Background: an optimization exercise with open tools, aiming at small area, a short achievable clock period and few clock cycles per item. Do not read the settings as production practice. No functional check of the RTL was part of this run.

==> design.v <==
module spread_hash (
    input  wire          clk,
    input  wire          rst,         
    input  wire          start,       
    input  wire          kind,        
    input  wire [63:0]   mask,        
    input  wire [1023:0] words,       
    input  wire [31:0]   seed,        
    input  wire [319:0]  key,         
    output reg           done,        
    output wire [31:0]   hash
);
    localparam [511:0] CRC_L = 512'h8fc847e423f211f908fc047e8df746fbacb5d992e301fe487f24b05ad7e56bf235f91afc82b6ce93e8817440b5e8d53c6a9eba87d28be68dfc8e7e473f231f91;
    reg          busy;        
    reg          st1;         
    reg          lh;          
    reg  [63:0]  rem;         
    reg  [15:0]  w1, w2;      
    reg          v2;          
    reg  [31:0]  acc;         
    reg  [63:0]  kw;          
    reg  [3:0]   kptr;        
    assign hash = acc;
    wire [63:0]  sel1 = rem & ~(rem - 64'd1);         
    wire [63:0]  rem2 = rem & (rem - 64'd1);
    wire [63:0]  sel2 = rem2 & ~(rem2 - 64'd1);       
    wire [63:0]  rem4 = rem2 & (rem2 - 64'd1);
    reg  [15:0]  rd1, rd2;
    integer      i;
    always @* begin
        rd1 = 16'd0;
        rd2 = 16'd0;
        for (i = 0; i < 64; i = i + 1) begin
            rd1 = rd1 | (words[16*i +: 16] & {16{sel1[i]}});
            rd2 = rd2 | (words[16*i +: 16] & {16{sel2[i]}});
        end
    end
    reg  [31:0]  kpair;       
    reg  [63:0]  kinit;       
    integer      m;
    always @* begin
        for (m = 0; m < 32; m = m + 1)
            kpair[m] = key[319 - 32*kptr - m];
        for (m = 0; m < 64; m = m + 1)
            kinit[m] = key[319 - m];
    end
    function [31:0] crc_step;
        input [31:0] c;
        input [15:0] w;
        reg   [15:0] t;
        integer      o;
        begin
            t = c[15:0] ^ {w[7:0], w[15:8]};
            for (o = 0; o < 32; o = o + 1)
                crc_step[o] = (o < 16 ? c[o + 16] : 1'b0) ^ (^(t & CRC_L[16*o +: 16]));
        end
    endfunction
    wire [31:0]  crc_a = crc_step(acc, w1);
    wire [31:0]  crc_b = crc_step(crc_a, w2);
    wire [31:0]  crc_next = v2 ? crc_b : crc_a;
    wire [31:0]  tin;
    genvar       gj;
    generate
        for (gj = 0; gj < 16; gj = gj + 1) begin : g_in
            assign tin[gj]      = w1[15 - gj];
            assign tin[16 + gj] = w2[15 - gj];
        end
    endgenerate
    reg  [31:0]  tpz_next;
    integer      q;
    always @* begin
        for (q = 0; q < 32; q = q + 1)
            tpz_next[31 - q] = acc[31 - q] ^ (^(tin & kw[q +: 32]));
    end
    always @(posedge clk) begin
        rem  <= start ? mask : rem4;
        w1   <= rd1;
        w2   <= rd2;
        v2   <= rem2 != 64'd0;
        acc  <= st1 ? (kind ? 32'd0 : seed) : (kind ? tpz_next : crc_next);
        kw   <= st1 ? kinit : {kpair, kw[63:32]};
        kptr <= st1 ? 4'd2 : ((kptr == 4'd9) ? 4'd0 : kptr + 4'd1);
        if (rst) begin
            busy <= 1'b0;
            st1  <= 1'b0;
            lh   <= 1'b0;
            done <= 1'b0;
        end else begin
            st1  <= start;
            lh   <= busy && rem != 64'd0 && rem4 == 64'd0;
            done <= lh || (st1 && rem == 64'd0);
            busy <= start || (busy && !(lh || (st1 && rem == 64'd0)));
        end
    end
endmodule
==> run.sh <==
#!/bin/bash
# synth_recipe.tcl (not shown) runs the flow's synth.tcl, then flattens the netlist and writes it again
# the make line also repeats each setting of config.mk as NAME=value (left out here)
make -C /OpenROAD-flow-scripts/flow DESIGN_CONFIG=/design/flow/config.mk WORK_HOME=/design/flow/orfs CLKGATE_MAP_FILE= SYNTH_SCRIPT=/design/flow/synth_recipe.tcl finish
==> config.mk <==
export PLATFORM = sky130hd
export DESIGN_NAME = spread_hash
export DESIGN_NICKNAME = spread_hash
export VERILOG_FILES = /design/flow/design.v
export SDC_FILE = /design/flow/constraint.sdc
export NUM_CORES = 4
export LEC_CHECK = 0
export CAP_MARGIN = 35
export CORE_AREA = 10 10 550 550
export DIE_AREA = 0 0 560 560
export SETUP_SLACK_MARGIN = 4.5
export SLEW_MARGIN = 35
==> constraint.sdc <==
create_clock -name core_clock -period 7.0 [get_ports {clk}]
set_input_delay 1.4000 -clock core_clock [delete_from_list [all_inputs] [get_ports {clk}]]
set_output_delay 1.4000 -clock core_clock [all_outputs]
set_load 0.01 [all_outputs]
==> summary.md <==
| Metric | Value |
|---|---|
| Crit path max fanout | 2 |
| Crit path cell chain | clkdlybuf4s50_1 -> a221o_1 -> a221o_1 -> a221oi_2 -> nand3_1 -> a2111o_1 -> nor3_1 -> nand4_1 -> and4b_1 -> nand3_1 |
| H-tree depth | 2 |
| Num CTS Buffers | 35 |
| Period Utilization, post-route | 65.1% |
| IO Pins | 1477 |
| Port Buffers | 1476 |
| Setup crit end kind | flip-flop |
| Util after Layout | 25.2% |
| Slew Limit Fails | 0 |
| CTS max path bufs | 3 |
| Mapped Nets | 7250 |
| Die Span X | 560 um |
| Initial detailed-routing violation count | 13288 |
| Fmax achieved | 0.219 GHz |
| Clk root buf | clkbuf_16 |
| Most common cell in the netlist | nand2_1 |
| Hold_buf cts | 0 |
| Die footprint | 0.314 sq mm |
| Clk sinks | 201 |
| Hold WC Path Type | reg -> reg |
| GR Overflow Total | 0 |
| Vias in the first global route | 60095 |
| Warnings, synthesis | 1 |
| Share of layout cells above drive strength 1 | 22.5% |
| Top-area cell type share of the netlist area | 20.3% |
| Hpwl dp | 495000 um |
| CP max-delay cell | clkdlybuf4s50_1 |
| Pin count of the biggest net entering global routing | 70 |
| Top Family by Delay on Critical Path | simple AND/OR/NAND/NOR gates |
| Top cells by count, synth | 1386 x nand2_1, 952 x xnor2_1, 426 x clkbuf_1 |
| Drc violations | 0 |
| Drt pass-1 iters | 13 |
| Synth-to-Final Area Change | 78.2% |
| Rel. slew slack | 24.9% |
| Setup TNS Final | 0 ps |
| # setup viols final | 0 |
| Unrepaired setup endpoints after global routing | yes |
| GR Util All Layers | 35.3% |
| Global-route wire length before repair | 727000 um |
| Worst Path Buf+Inv | 1 |
| Placeable Area | 0.291 sq mm |
| Dpl cell area | 0.0624 sq mm |
| Gpl congestion | 1.09 |
| Number of synthesized register bits | 201 |
| Ranking of synthesized cells by area | xnor2_1 20%, nand2_1 13%, dfxtp_1 9.8% |
| Cell taking the most area after synthesis | xnor2_1 |
| Post-route cell area | 0.0733 sq mm |
| Synth Instances | 5804 |
| Worst EP arrival | 5070 ps |
| Synth async-reset ratio | 0% |
| Die height | 560 um |
| Initial antenna violation count | 527 |
| CP startpoint kind | input pin |
| Routed WL | 593000 um |
| Share of the yosys chip area belonging to registers | 9.79% |
| Setup CP Type | in -> reg |
| Run status | finished clean |
| CP max stage delay | 600 ps |
| Clk latency of the worst-skew pair | 680 ps |
| Post-synth cell types | 99 |
| Clock-pin slew on the worst setup and hold paths | 60 ps |
| Fillers | 31660 |
| Predominant post-synthesis flop cell | dfxtp_1 |
| Synth Cell Area | 0.0411 sq mm |
| Fin. Hold Viols | 0 |
| Final nets | 9054 |
| Row count | 198 |
| Mean area per synthesized cell | 7.09 sq um |
| Initial Util | 14.2% |
| Worst slew pin tran | 1130 ps |
| Max_cap viols | 0 |
| Fin Clk Skew | 82.5 ps |
| Post-layout minimum cycle time | 4560 ps |
| Routed WL per cell | 50.3 um |
| Vias per cell | 5.72 |
| Worst EP required | 7510 ps |
| Post-route ant nets | 0 |
| CTS tree | yes |
| Vias | 67383 |
| EDFF count, synth | 0 |
## layout make-up
type                    count  area (sq um)  area share [%]
inverters                  54           206           0.282
well taps                3900          4880            6.66
repair buffers           2276         22500            30.7
clock inverters            15           173           0.236
flip-flops and latches    201          4340            5.92
multi-input cells        5040         39600            54.1
diodes                    245           613           0.837
clock buffers              46           967            1.32
## metal layers
| layer | vias to the layer above | GRT usage (%) | part of all wire, % |
|---|---|---|---|
| met1 | 32862 | 41.1 | 37 |
| met5 | - | 0 | 0.26 |
| met4 | 244 | 20.9 | 8.3 |
| li1 | 25077 | - | - |
| met3 | 2160 | 17.8 | 15 |
| met2 | 7040 | 51.5 | 40 |
## registers in the layout, indices dropped and copies added, names as in the netlist
| signal | cells |
|---|---|
| rem | 64 |
| busy | 1 |
| v2 | 1 |
| st1 | 1 |
| kptr | 4 |
| w2 | 16 |
| kw | 64 |
| done | 1 |
| w1 | 16 |
| lh | 1 |
| acc | 32 |
## metrics by stage
| stage | std cells | hold slack, ps | setup slack [ps] |
|---|---|---|---|
| floorplan | 5804 | 424 | 2940 |
| global placement | 10906 | 448 | 1070 |
| detailed placement | 10911 | 445 | 1230 |
| CTS | 11413 | 458 | 2520 |
| global route | 11675 | 471 | 2360 |
| finish | 11777 | 458 | 2440 |
## repair_timing
| item | in CTS | in global routing |
|---|---|---|
| pin swaps | 281 | 155 |
| endpoints found under the setup margin | 189 | 171 |
| buffers inserted | 430 | 117 |
| resized for setup | 973 | 224 |
| cloned | 11 | 2 |
## placed cells by master, fill, tap and decap left out, types with 46 or more instances in the layout
| cell type | count |
|---|---|
| dfxtp_1 | 84 |
| nor2_1 | 113 |
| diode_2 | 245 |
| inv_1 | 52 |
| xnor2_4 | 52 |
| a221o_1 | 46 |
| a221oi_1 | 81 |
| nand2_1 | 1360 |
| xnor2_2 | 48 |
| nor3_1 | 78 |
| dfxtp_4 | 66 |
| dfxtp_2 | 51 |
| buf_12 | 61 |
| xor2_1 | 293 |
| a21oi_1 | 126 |
| a22oi_1 | 324 |
| mux4_2 | 64 |
| a22o_1 | 117 |
| nand3_1 | 136 |
| nand4_1 | 126 |
| buf_6 | 181 |
| xnor2_1 | 857 |
| buf_4 | 556 |
| clkdlybuf4s50_1 | 1404 |
| o21ai_0 | 94 |
| a222oi_1 | 178 |
## kinds of logic after synthesis
| logic type | after synthesis | synth area share [%] |
|---|---|---|
| xor+xnor | 1317 | 29.1 |
| fa+ha+maj | 8 | 0.207 |
| mux | 142 | 5.53 |
| buf+inv | 567 | 5.37 |
| simple gates | 2214 | 24.5 |
| compound gates | 1355 | 25.5 |
| flops | 201 | 9.79 |
## final timing paths
path	start	slack, ps	cells after the start	endpoint
setup / recovery	words[57]	2440	10	w2[9]$_DFF_P_
hold / removal	kw[63]$_DFF_P_	460	1	kw[31]$_DFF_P_
setup reg to reg	rem[20]$_DFF_P_	2460	15	w2[12]$_DFF_P_
hold reg to reg	kw[63]$_DFF_P_	460	1	kw[31]$_DFF_P_

re-timing with driven ports:
In the flow no input, the clock included, has a driving cell. The finished layout below was timed again as built, in two steps. Step 1 assumes that a clkbuf_16 drives the clock port and a buf_2 every other input. Step 2 also shifts input and output timing later by t, the mid clock arrival at the registers, as if the neighbouring blocks saw the same clock. Three values: ideal, step 1, step 2; two values: the first two.
shift t [ns]: 0.742
setup slack, ns: 2.444 / 2.456 / 1.749
worst hold slack (ns): 0.458 / 0.458 / 0.458
worst setup path at the end: input to register
latest minus earliest clock arrival (ns): 0.083 / 0.083
After both steps this run still meets setup and hold. The setup slack of this run moves by +0.012 ns with the drivers and by -0.695 ns with both steps.
